This is an optimization exercise on Yosys and OpenROAD, whose aim is small area, a short achievable clock period and few clock cycles per item, not a production implementation. The RTL was checked by simulation tests, not by an equivalence proof against the original design. Power and IR drop assume default switching activity.

==> inputs of v12 <==
==> flow/design.v <==
module filet_dec (
    input  wire        clk,
    input  wire        rst,           
    input  wire        in_valid,
    output wire        in_ready,
    input  wire [31:0] in_data,
    input  wire        in_last,       
    input  wire [1:0]  cfg_depth,     
    input  wire [12:0] cfg_len0,      
    input  wire [12:0] cfg_len1,      
    input  wire [12:0] cfg_len2,      
    output reg         out_valid,
    input  wire        out_ready,
    output reg  [19:0] out_data,
    output reg         out_eos,       
    output reg         out_eol,       
    output reg         out_err        
);
    localparam S_IDLE  = 3'd0;        
    localparam S_HDR   = 3'd1;        
    localparam S_SMP   = 3'd2;        
    localparam S_END   = 3'd3;        
    localparam S_FLUSH = 3'd4;        
    localparam S_DRAIN = 3'd5;        
    function [2:0] ff8(input [7:0] x);
        casez (x)
        8'b???????1: ff8 = 3'd0;
        8'b??????10: ff8 = 3'd1;
        8'b?????100: ff8 = 3'd2;
        8'b????1000: ff8 = 3'd3;
        8'b???10000: ff8 = 3'd4;
        8'b??100000: ff8 = 3'd5;
        8'b?1000000: ff8 = 3'd6;
        default:     ff8 = 3'd7;
        endcase
    endfunction
    wire        ofree = !out_valid || out_ready;  
    wire        hold;                             
    wire        en = ofree && !hold;              
    reg  [2:0]  st;
    reg  [31:0] wa;                   
    reg  [31:0] r0, r1;               
    reg         hh;                   
    reg  [20:0] wp;                   
    reg  [1:0]  nw;                   
    reg  [4:0]  p;                    
    reg         got_last;             
    reg         in_rdy;
    reg  [1:0]  dep;
    reg  [12:0] len1, len2;           
    reg  [12:0] srem;                 
    reg  [4:0]  blk;                  
    reg         first;                
    reg  [4:0]  k;
    reg  [5:0]  e;
    reg         verb;
    reg         r2h;                  
    reg         ovr;                  
    assign in_ready = in_rdy;
    wire        fire = in_valid && in_rdy;
    wire        d10 = (dep == 2'd0);
    wire        d12 = (dep == 2'd1);
    wire [4:0]  bval = d10 ? 5'd10 : d12 ? 5'd12 : 5'd20;
    wire [31:0] wb = hh ? r1 : r0;
    wire [31:0] wc = hh ? r0 : r1;
    wire [95:0] bufw = {wa, wb, wc};
    reg  [63:0] ge;                   
    reg  [63:0] zc;                   
    reg  [63:0] ec;                   
    integer i;
    always @* begin
        for (i = 0; i < 64; i = i + 1)
            ge[i] = (i >= p);
        for (i = 0; i < 64; i = i + 1) begin
            zc[i] = (i < 55) && ge[i] && !bufw[95 - i];
            if (i < 24) ec[i] = zc[i];
            else        ec[i] = zc[i] && !ge[i - 24];
        end
    end
    wire        esc = (ec == 64'd0);
    wire [7:0]  gany;
    wire [23:0] gidx;
    genvar g;
    generate
        for (g = 0; g < 8; g = g + 1) begin : grp
            assign gany[g] = |zc[8*g +: 8];
            assign gidx[3*g +: 3] = ff8(zc[8*g +: 8]);
        end
    endgenerate
    wire [2:0]  gsel = ff8(gany);
    wire [5:0]  z = {gsel, gidx[3*gsel +: 3]};
    wire [52:0] xw   = {wp, wa} << p;
    wire [20:0] ext  = xw[52:32];
    wire [4:0]  hk   = ext[4:0];
    wire [4:0]  kk   = r2h ? hk : k;
    wire        vv   = r2h ? (hk == 5'd31) : verb;
    wire        hdr_bad = r2h && (hk != 5'd31) && (hk > bval);
    reg  [6:0]  pn;                   
    always @* begin
        if (st == S_HDR)  pn = {2'b0, p} + 7'd11;
        else if (vv)      pn = {2'b0, p} + {2'b0, bval};
        else if (esc)     pn = {2'b0, p} + {2'b0, bval} + 7'd25;
        else              pn = {1'b0, z} + {2'b0, kk} + 7'd1;
    end
    wire [5:0]  pb    = {1'b0, p} + {1'b0, bval};
    wire        fits  = got_last || nw[1] && (nw[0] || st == S_HDR || vv || pb <= 6'd39) ||
                        nw[0] && (st == S_HDR ? p <= 5'd21 : vv && pb <= 6'd32);
    wire        step0 = (st == S_HDR || st == S_SMP) && !ovr && !hdr_bad && fits;
    wire        step  = step0 && en;
    wire        past  = ({nw, 5'd0} < pn);
    wire        seq_end  = (srem == 13'd1);
    wire        line_end = seq_end && (len1 == 13'd0);
    reg  [31:0] padb;                 
    always @*
        for (i = 0; i < 32; i = i + 1)
            padb[i] = ge[i] && bufw[95 - i];
    wire        pad_ok  = (nw == 2'd0) ||
                          (nw == 2'd1 && p != 5'd0 && padb == 32'd0);
    wire [1:0]  pd   = pn[6:5];
    wire [1:0]  drop = step ? pd : 2'd0;
    wire        keep = (st == S_IDLE || st == S_HDR || st == S_SMP || st == S_END);
    wire        wr   = fire && keep;
    reg  [2:0]  st_x [0:1];
    reg         gl_x [0:1];
    reg  [1:0]  nw_x [0:1];
    reg         rd_x [0:1];
    integer     x;
    always @* begin
        for (x = 0; x < 2; x = x + 1) begin
            st_x[x] = st;
            gl_x[x] = got_last || (fire && in_last);
            nw_x[x] = nw - ((x == 1 && step0) ? pd : 2'd0) + {1'b0, wr};
            case (st)
            S_IDLE:  if (fire) st_x[x] = S_HDR;
            S_HDR:   if (ovr) st_x[x] = S_FLUSH;
                     else if (x == 1 && step0) st_x[x] = S_SMP;
            S_SMP:   if (ovr || hdr_bad) st_x[x] = S_FLUSH;
                     else if (x == 1 && step0) st_x[x] = line_end ? S_END :
                                           (seq_end || blk == 5'd31) ? S_HDR : S_SMP;
            S_END:   if (x == 1) st_x[x] = got_last ? S_IDLE : S_DRAIN;
            S_FLUSH: if (x == 1 && line_end) st_x[x] = S_DRAIN;
            default: if (got_last) st_x[x] = S_IDLE;
            endcase
            if (st_x[x] == S_IDLE && st != S_IDLE) begin
                gl_x[x] = 1'b0;
                nw_x[x] = 2'd0;
            end
            rd_x[x] = (st_x[x] == S_IDLE) ||
                      (!gl_x[x] && (st_x[x] == S_FLUSH || st_x[x] == S_DRAIN || nw_x[x] != 2'd3));
        end
    end
    wire [2:0]  st_n = en ? st_x[1] : st_x[0];
    wire        gl_n = en ? gl_x[1] : gl_x[0];
    wire [1:0]  nw_n = en ? nw_x[1] : nw_x[0];
    always @(posedge clk) begin
        if (rst) begin
            st       <= S_IDLE;
            ovr      <= 1'b0;
            nw       <= 2'd0;
            got_last <= 1'b0;
            in_rdy   <= 1'b1;
        end else begin
            st       <= st_n;
            if (en) ovr <= step && got_last && past;
            nw       <= nw_n;
            got_last <= gl_n;
            in_rdy   <= en ? rd_x[1] : rd_x[0];
        end
    end
    wire [31:0] wa1 = nw[1] ? wb : in_data;           
    wire [31:0] wa2 = (nw == 2'd3) ? wc : in_data;    
    wire        tl  = hh ^ nw[1];                     
    always @(posedge clk) begin
        if (rst)
            hh <= 1'b0;
        else if (en && step0 && pd == 2'd1)
            hh <= !hh;
    end
    always @(posedge clk) begin
        if (en && step0)
            case (pd)
            2'd0: ;
            2'd1: begin wp <= wa[20:0]; wa <= wa1; end
            default: begin wp <= wb[20:0]; wa <= wa2; end
            endcase
        if (wr && nw == 2'd0)
            wa <= in_data;
        if (wr && nw != 2'd0) begin
            if (!tl) r0 <= in_data;
            if (tl)  r1 <= in_data;
        end
    end
    always @(posedge clk) begin
        if (st == S_IDLE) begin
            p     <= 5'd0;
            dep   <= cfg_depth;
            len1  <= cfg_len1;
            len2  <= cfg_len2;
            srem  <= cfg_len0;
            blk   <= 5'd0;
            first <= 1'b1;
        end else begin
            if (step) p <= pn[4:0];
            if ((step && st == S_SMP) || (en && st == S_FLUSH)) begin
                first <= seq_end;
                blk   <= seq_end ? 5'd0 : blk + 5'd1;
                srem  <= seq_end ? len1 : srem - 13'd1;
                if (seq_end) begin
                    len1 <= len2;
                    len2 <= 13'd0;
                end
            end
        end
    end
    reg         r2v, r2eos, r2eol, r2err, r2ss, r2verb, r2esc;
    reg  [1:0]  r2dep;
    reg  [4:0]  r2m;
    wire [5:0]  zm = z - {1'b0, p};
    always @(posedge clk) begin
        if (rst) begin
            r2v <= 1'b0;
            r2h <= 1'b0;
        end else if (en) begin
            r2v    <= (step && st == S_SMP) || st == S_FLUSH;
            r2eos  <= seq_end;
            r2eol  <= line_end;
            r2err  <= (st == S_FLUSH);
            r2ss   <= first;
            r2verb <= vv || st == S_FLUSH;
            r2h    <= step && st == S_HDR;
            r2esc  <= esc;
            r2dep  <= dep;
            r2m    <= zm[4:0];
        end
    end
    wire        x10  = (r2dep == 2'd0);
    wire        x12  = (r2dep == 2'd1);
    wire [20:0] mk   = ~(21'h1FFFFF << k);
    wire [20:0] uesc = x10 ? {10'd0, ext[10:0]} : x12 ? {8'd0, ext[12:0]} : ext;
    wire [19:0] yverb = x10 ? {10'd0, ext[9:0]} : x12 ? {8'd0, ext[11:0]} : ext[19:0];
    wire [24:0] urice = ({20'd0, r2m} << k) | {4'd0, ext & mk};
    wire [24:0] u     = r2esc ? {4'd0, uesc} : urice;
    wire        endok = got_last && pad_ok;
    wire        big   = (u[24:21] != 4'd0) || (e[5:3] != 3'd0 && u[20:18] != 3'd0);
    always @(posedge clk)
        if (en && r2h) begin
            e    <= ext[10:5];
            k    <= hk;
            verb <= (hk == 5'd31);
        end
    reg         r3v, r3eos, r3eol, r3err, r3ss, r3verb, r3big, r3two;
    reg  [1:0]  r3dep;
    reg  [20:0] r3q;
    always @(posedge clk) begin
        if (rst) begin
            r3v <= 1'b0;
        end else if (en) begin
            r3v    <= r2v;
            r3eos  <= r2eos;
            r3eol  <= r2eol;
            r3err  <= r2err || (st == S_END && (ovr || !endok));
            r3ss   <= r2ss;
            r3verb <= r2verb;
            r3dep  <= r2dep;
            r3q    <= r2verb ? {1'b0, yverb} : ({1'b0, u[20:1]} ^ {21{u[0]}});
            r3two  <= r2v && !r2verb && !big && (e[5:3] != 3'd0);
            r3big  <= !r2verb && big;
        end
    end
    wire        y10 = (r3dep == 2'd0);
    wire        y12 = (r3dep == 2'd1);
    wire [19:0] init = y10 ? 20'h00200 : y12 ? 20'h00800 : 20'h80000;
    wire [19:0] top  = y10 ? 20'h003FF : y12 ? 20'h00FFF : 20'hFFFFF;
    reg         ph;                   
    assign      hold = r3two && !ph;
    wire [3:0]  dgt  = hold ? {e[5:3], 1'b0} : {e[2:0], 1'b1};
    wire [19:0] base = (r3ss && !ph) ? init : out_data;
    wire signed [20:0] qq = hold ? {r3q[17:0], 3'd0} : r3q;
    wire signed [25:0] t  = $signed({6'd0, base}) + qq * $signed({1'b0, dgt});
    wire        neg  = t[25];
    wire        over = y10 ? (t[24:10] != 15'd0) :
                       y12 ? (t[24:12] != 13'd0) : (t[24:20] != 5'd0);
    wire [19:0] y    = r3verb ? r3q[19:0] :
                       r3big  ? (r3q[20] ? 20'd0 : top) :
                       neg    ? 20'd0 :
                       over   ? top : t[19:0];
    always @(posedge clk) begin
        if (rst) begin
            out_valid <= 1'b0;
            ph        <= 1'b0;
        end else if (ofree) begin
            out_valid <= r3v && !hold;
            ph        <= hold;
        end
    end
    always @(posedge clk) begin
        if (ofree && r3v) begin
            out_data <= y;
            out_eos  <= r3eos;
            out_eol  <= r3eol;
            out_err  <= r3err;
        end
    end
endmodule
==> flow/flow/run.sh <==
#!/bin/bash
# The standard layout, with two changes to how it is made (the SDC,
# clock period and constraints are unchanged):
#  - the timing repair steps are asked to leave a larger setup margin than
#    the flow settings allow, so they work on the critical paths, and only
#    on the worst endpoint's (TNS_END_PERCENT 0);
#  - every input and output port still gets a buffer, but a plain buf_2
#    rather than the delay buffer the port buffering step picks by itself.
set -euo pipefail
bash standard.sh SETUP_SLACK_MARGIN=18 TNS_END_PERCENT=0 \
    "BUFFER_PORTS_ARGS=-buffer_cell sky130_fd_sc_hd__buf_2" finish > standard_make.log 2>&1
==> flow/standard.sh <==
#!/bin/bash
# synth_recipe.tcl (not shown) runs the flow's synth.tcl, then flattens the netlist and writes it again
# the make line also repeats each setting of config.mk as NAME=value (left out here)
make -C /OpenROAD-flow-scripts/flow DESIGN_CONFIG=/design/flow/config.mk WORK_HOME=/design/flow/orfs CLKGATE_MAP_FILE= SYNTH_SCRIPT=/design/flow/synth_recipe.tcl "${@:-finish}"
==> flow/config.mk <==
export PLATFORM = sky130hd
export DESIGN_NAME = filet_dec
export DESIGN_NICKNAME = filet_dec
export VERILOG_FILES = /design/flow/design.v
export SDC_FILE = /design/flow/constraint.sdc
export NUM_CORES = 4
export LEC_CHECK = 0
export ABC_AREA = 1
export CAP_MARGIN = 20
export CORE_MARGIN = 2
export CORE_UTILIZATION = 40
export SLEW_MARGIN = 20
==> flow/constraint.sdc <==
create_clock -name core_clock -period 24.0 [get_ports {clk}]
set_input_delay 4.8000 -clock core_clock [delete_from_list [all_inputs] [get_ports {clk}]]
set_output_delay 4.8000 -clock core_clock [all_outputs]
set_load 0.01 [all_outputs]
==> v35 (differences from v12) <==
--- a/flow/design.v
+++ b/flow/design.v
@@ -40,5 +40,4 @@
     reg  [2:0]  st;
-    reg  [31:0] wa;                   
-    reg  [31:0] r0, r1;               
-    reg         hh;                   
+    reg  [31:0] w0, w1, w2;           
+    reg  [1:0]  rp;                   
     reg  [20:0] wp;                   
@@ -56,3 +55,2 @@
     reg         verb;
-    reg         r2h;                  
     reg         ovr;                  
@@ -63,4 +61,5 @@
     wire [4:0]  bval = d10 ? 5'd10 : d12 ? 5'd12 : 5'd20;
-    wire [31:0] wb = hh ? r1 : r0;
-    wire [31:0] wc = hh ? r0 : r1;
+    wire [31:0] wa = (rp == 2'd0) ? w0 : (rp == 2'd1) ? w1 : w2;
+    wire [31:0] wb = (rp == 2'd0) ? w1 : (rp == 2'd1) ? w2 : w0;
+    wire [31:0] wc = (rp == 2'd0) ? w2 : (rp == 2'd1) ? w0 : w1;
     wire [95:0] bufw = {wa, wb, wc};
@@ -91,8 +90,2 @@
     wire [5:0]  z = {gsel, gidx[3*gsel +: 3]};
-    wire [52:0] xw   = {wp, wa} << p;
-    wire [20:0] ext  = xw[52:32];
-    wire [4:0]  hk   = ext[4:0];
-    wire [4:0]  kk   = r2h ? hk : k;
-    wire        vv   = r2h ? (hk == 5'd31) : verb;
-    wire        hdr_bad = r2h && (hk != 5'd31) && (hk > bval);
     reg  [6:0]  pn;                   
@@ -100,12 +93,16 @@
         if (st == S_HDR)  pn = {2'b0, p} + 7'd11;
-        else if (vv)      pn = {2'b0, p} + {2'b0, bval};
+        else if (verb)    pn = {2'b0, p} + {2'b0, bval};
         else if (esc)     pn = {2'b0, p} + {2'b0, bval} + 7'd25;
-        else              pn = {1'b0, z} + {2'b0, kk} + 7'd1;
+        else              pn = {1'b0, z} + {2'b0, k} + 7'd1;
     end
     wire [5:0]  pb    = {1'b0, p} + {1'b0, bval};
-    wire        fits  = got_last || nw[1] && (nw[0] || st == S_HDR || vv || pb <= 6'd39) ||
-                        nw[0] && (st == S_HDR ? p <= 5'd21 : vv && pb <= 6'd32);
-    wire        step0 = (st == S_HDR || st == S_SMP) && !ovr && !hdr_bad && fits;
+    wire        fits  = got_last || nw[1] && (nw[0] || st == S_HDR || verb || pb <= 6'd39) ||
+                        nw[0] && (st == S_HDR ? p <= 5'd21 : verb && pb <= 6'd32);
+    wire        step0 = (st == S_HDR || st == S_SMP) && !ovr && fits;
     wire        step  = step0 && en;
     wire        past  = ({nw, 5'd0} < pn);
+    wire [41:0] hwin = {wa, wb[31:22]} << p;
+    wire [5:0]  h_e  = hwin[41:36];
+    wire [4:0]  h_k  = hwin[35:31];
+    wire        hdr_bad  = (h_k != 5'd31) && (h_k > bval);
     wire        seq_end  = (srem == 13'd1);
@@ -134,5 +131,5 @@
             S_IDLE:  if (fire) st_x[x] = S_HDR;
-            S_HDR:   if (ovr) st_x[x] = S_FLUSH;
+            S_HDR:   if (ovr || (x == 1 && step0 && hdr_bad)) st_x[x] = S_FLUSH;
                      else if (x == 1 && step0) st_x[x] = S_SMP;
-            S_SMP:   if (ovr || hdr_bad) st_x[x] = S_FLUSH;
+            S_SMP:   if (ovr) st_x[x] = S_FLUSH;
                      else if (x == 1 && step0) st_x[x] = line_end ? S_END :
@@ -169,10 +166,10 @@
     end
-    wire [31:0] wa1 = nw[1] ? wb : in_data;           
-    wire [31:0] wa2 = (nw == 2'd3) ? wc : in_data;    
-    wire        tl  = hh ^ nw[1];                     
+    wire [2:0]  wq = {1'b0, rp} + {1'b0, nw};
+    wire [1:0]  wi = (wq >= 3'd3) ? wq[1:0] - 2'd3 : wq[1:0];
+    wire [2:0]  rq = {1'b0, rp} + {1'b0, pd};
     always @(posedge clk) begin
         if (rst)
-            hh <= 1'b0;
-        else if (en && step0 && pd == 2'd1)
-            hh <= !hh;
+            rp <= 2'd0;
+        else if (en && step0)
+            rp <= (rq >= 3'd3) ? rq[1:0] - 2'd3 : rq[1:0];
     end
@@ -182,10 +179,9 @@
             2'd0: ;
-            2'd1: begin wp <= wa[20:0]; wa <= wa1; end
-            default: begin wp <= wb[20:0]; wa <= wa2; end
+            2'd1: wp <= wa[20:0];
+            default: wp <= wb[20:0];
             endcase
-        if (wr && nw == 2'd0)
-            wa <= in_data;
-        if (wr && nw != 2'd0) begin
-            if (!tl) r0 <= in_data;
-            if (tl)  r1 <= in_data;
+        if (wr) begin
+            if (wi == 2'd0) w0 <= in_data;
+            if (wi == 2'd1) w1 <= in_data;
+            if (wi == 2'd2) w2 <= in_data;
         end
@@ -203,2 +199,7 @@
             if (step) p <= pn[4:0];
+            if (step && st == S_HDR) begin
+                e    <= h_e;
+                k    <= h_k;
+                verb <= (h_k == 5'd31);
+            end
             if ((step && st == S_SMP) || (en && st == S_FLUSH)) begin
@@ -221,3 +222,2 @@
             r2v <= 1'b0;
-            r2h <= 1'b0;
         end else if (en) begin
@@ -228,4 +228,3 @@
             r2ss   <= first;
-            r2verb <= vv || st == S_FLUSH;
-            r2h    <= step && st == S_HDR;
+            r2verb <= verb || st == S_FLUSH;
             r2esc  <= esc;
@@ -235,2 +234,4 @@
     end
+    wire [52:0] xw   = {wp, wa} << p;
+    wire [20:0] ext  = xw[52:32];
     wire        x10  = (r2dep == 2'd0);
@@ -243,9 +244,2 @@
     wire        endok = got_last && pad_ok;
-    wire        big   = (u[24:21] != 4'd0) || (e[5:3] != 3'd0 && u[20:18] != 3'd0);
-    always @(posedge clk)
-        if (en && r2h) begin
-            e    <= ext[10:5];
-            k    <= hk;
-            verb <= (hk == 5'd31);
-        end
     reg         r3v, r3eos, r3eol, r3err, r3ss, r3verb, r3big, r3two;
@@ -253,2 +247,3 @@
     reg  [20:0] r3q;
+    reg  [5:0]  r3e;
     always @(posedge clk) begin
@@ -264,5 +259,6 @@
             r3dep  <= r2dep;
+            r3e    <= e;
             r3q    <= r2verb ? {1'b0, yverb} : ({1'b0, u[20:1]} ^ {21{u[0]}});
-            r3two  <= r2v && !r2verb && !big && (e[5:3] != 3'd0);
-            r3big  <= !r2verb && big;
+            r3two  <= r2v && !r2verb && (u[24:21] == 4'd0) && (e[5:3] != 3'd0);
+            r3big  <= !r2verb && (u[24:21] != 4'd0);
         end
@@ -275,9 +271,9 @@
     assign      hold = r3two && !ph;
-    wire [3:0]  dgt  = hold ? {e[5:3], 1'b0} : {e[2:0], 1'b1};
+    wire [3:0]  dgt  = hold ? {r3e[5:3], 1'b0} : {r3e[2:0], 1'b1};
     wire [19:0] base = (r3ss && !ph) ? init : out_data;
-    wire signed [20:0] qq = hold ? {r3q[17:0], 3'd0} : r3q;
-    wire signed [25:0] t  = $signed({6'd0, base}) + qq * $signed({1'b0, dgt});
-    wire        neg  = t[25];
-    wire        over = y10 ? (t[24:10] != 15'd0) :
-                       y12 ? (t[24:12] != 13'd0) : (t[24:20] != 5'd0);
+    wire signed [23:0] qq = hold ? {r3q, 3'd0} : {{3{r3q[20]}}, r3q};
+    wire signed [28:0] t  = $signed({9'd0, base}) + qq * $signed({1'b0, dgt});
+    wire        neg  = t[28];
+    wire        over = y10 ? (t[27:10] != 18'd0) :
+                       y12 ? (t[27:12] != 16'd0) : (t[27:20] != 8'd0);
     wire [19:0] y    = r3verb ? r3q[19:0] :
==> flow/flow/run.sh (replaced) <==
#!/bin/bash
# The standard layout, with the timing repair steps asked to leave a
# larger setup margin than the flow settings allow, so they work on the
# critical paths. The SDC, clock period and everything else are unchanged.
set -euo pipefail
bash standard.sh SETUP_SLACK_MARGIN=18 TNS_END_PERCENT=0 finish > standard_make.log 2>&1
==> run notes <==
Between v35 and v12, the lower maximum frequency is in v35 (gap 0.84%, measured against v12).
Count of clock-buffer cells in the layout: v12 is higher than v35 (10).
Of v12 and v35, v35 has the higher design area (gap about 9%, measured against v35).
Between v35 and v12, the lower clock power is in v35 (gap 11%, measured against v12).
Of v12 and v35, v35 has the higher first-iteration DRC count (gap 7.9%, measured against v35).
In v12 the power is lower than in v35, by 11%.
Wire length: v12 is lower than v35 (about 15%).
Register-to-register slack: v35 is worse than v12 (0.20 ns).
Testbench counts of v12, summed over its fixed seeds: cycles 113,654, samples 109,175.
Testbench counts of v35, summed over its fixed seeds: cycles 113,654, samples 109,175.

==> port drivers added, routing unchanged <==
No port has a modelled driver above. Below, the same layouts with a new extraction and two added sets of constraints.
Step 1: set_driving_cell puts a clkbuf_16 on clk and a buf_2 on each other input, an assumption about the parent block.
Step 2 adds t to the input delays and takes it off the output delays; t is the mean of the earliest and latest rising clock arrival at the registers after step 1. Input paths then give back, and output paths get back, about the clock's delay inside the block.
a / b / c = ideal ports / drivers / drivers and shift; a / b = the first two.
| run | t, ns | setup WS [ns] | clock arrival spread, ns | slew at the worst register clock pin (ns) | pins driven straight from the clock port |
|---|---|---|---|---|---|
| v12 | 0.607 | 17.897 / 17.930 / 17.324 | 0.029 / 0.029 | 0.07 / 0.07 | 1 |
| v35 | 0.646 | 17.846 / 17.872 / 17.226 | 0.022 / 0.022 | 0.07 / 0.07 | 1 |
After both steps every run listed still meets setup and hold. For v35, which loses most, drivers alone change the setup slack by +0.026 ns; drivers and shift together by -0.620 ns.
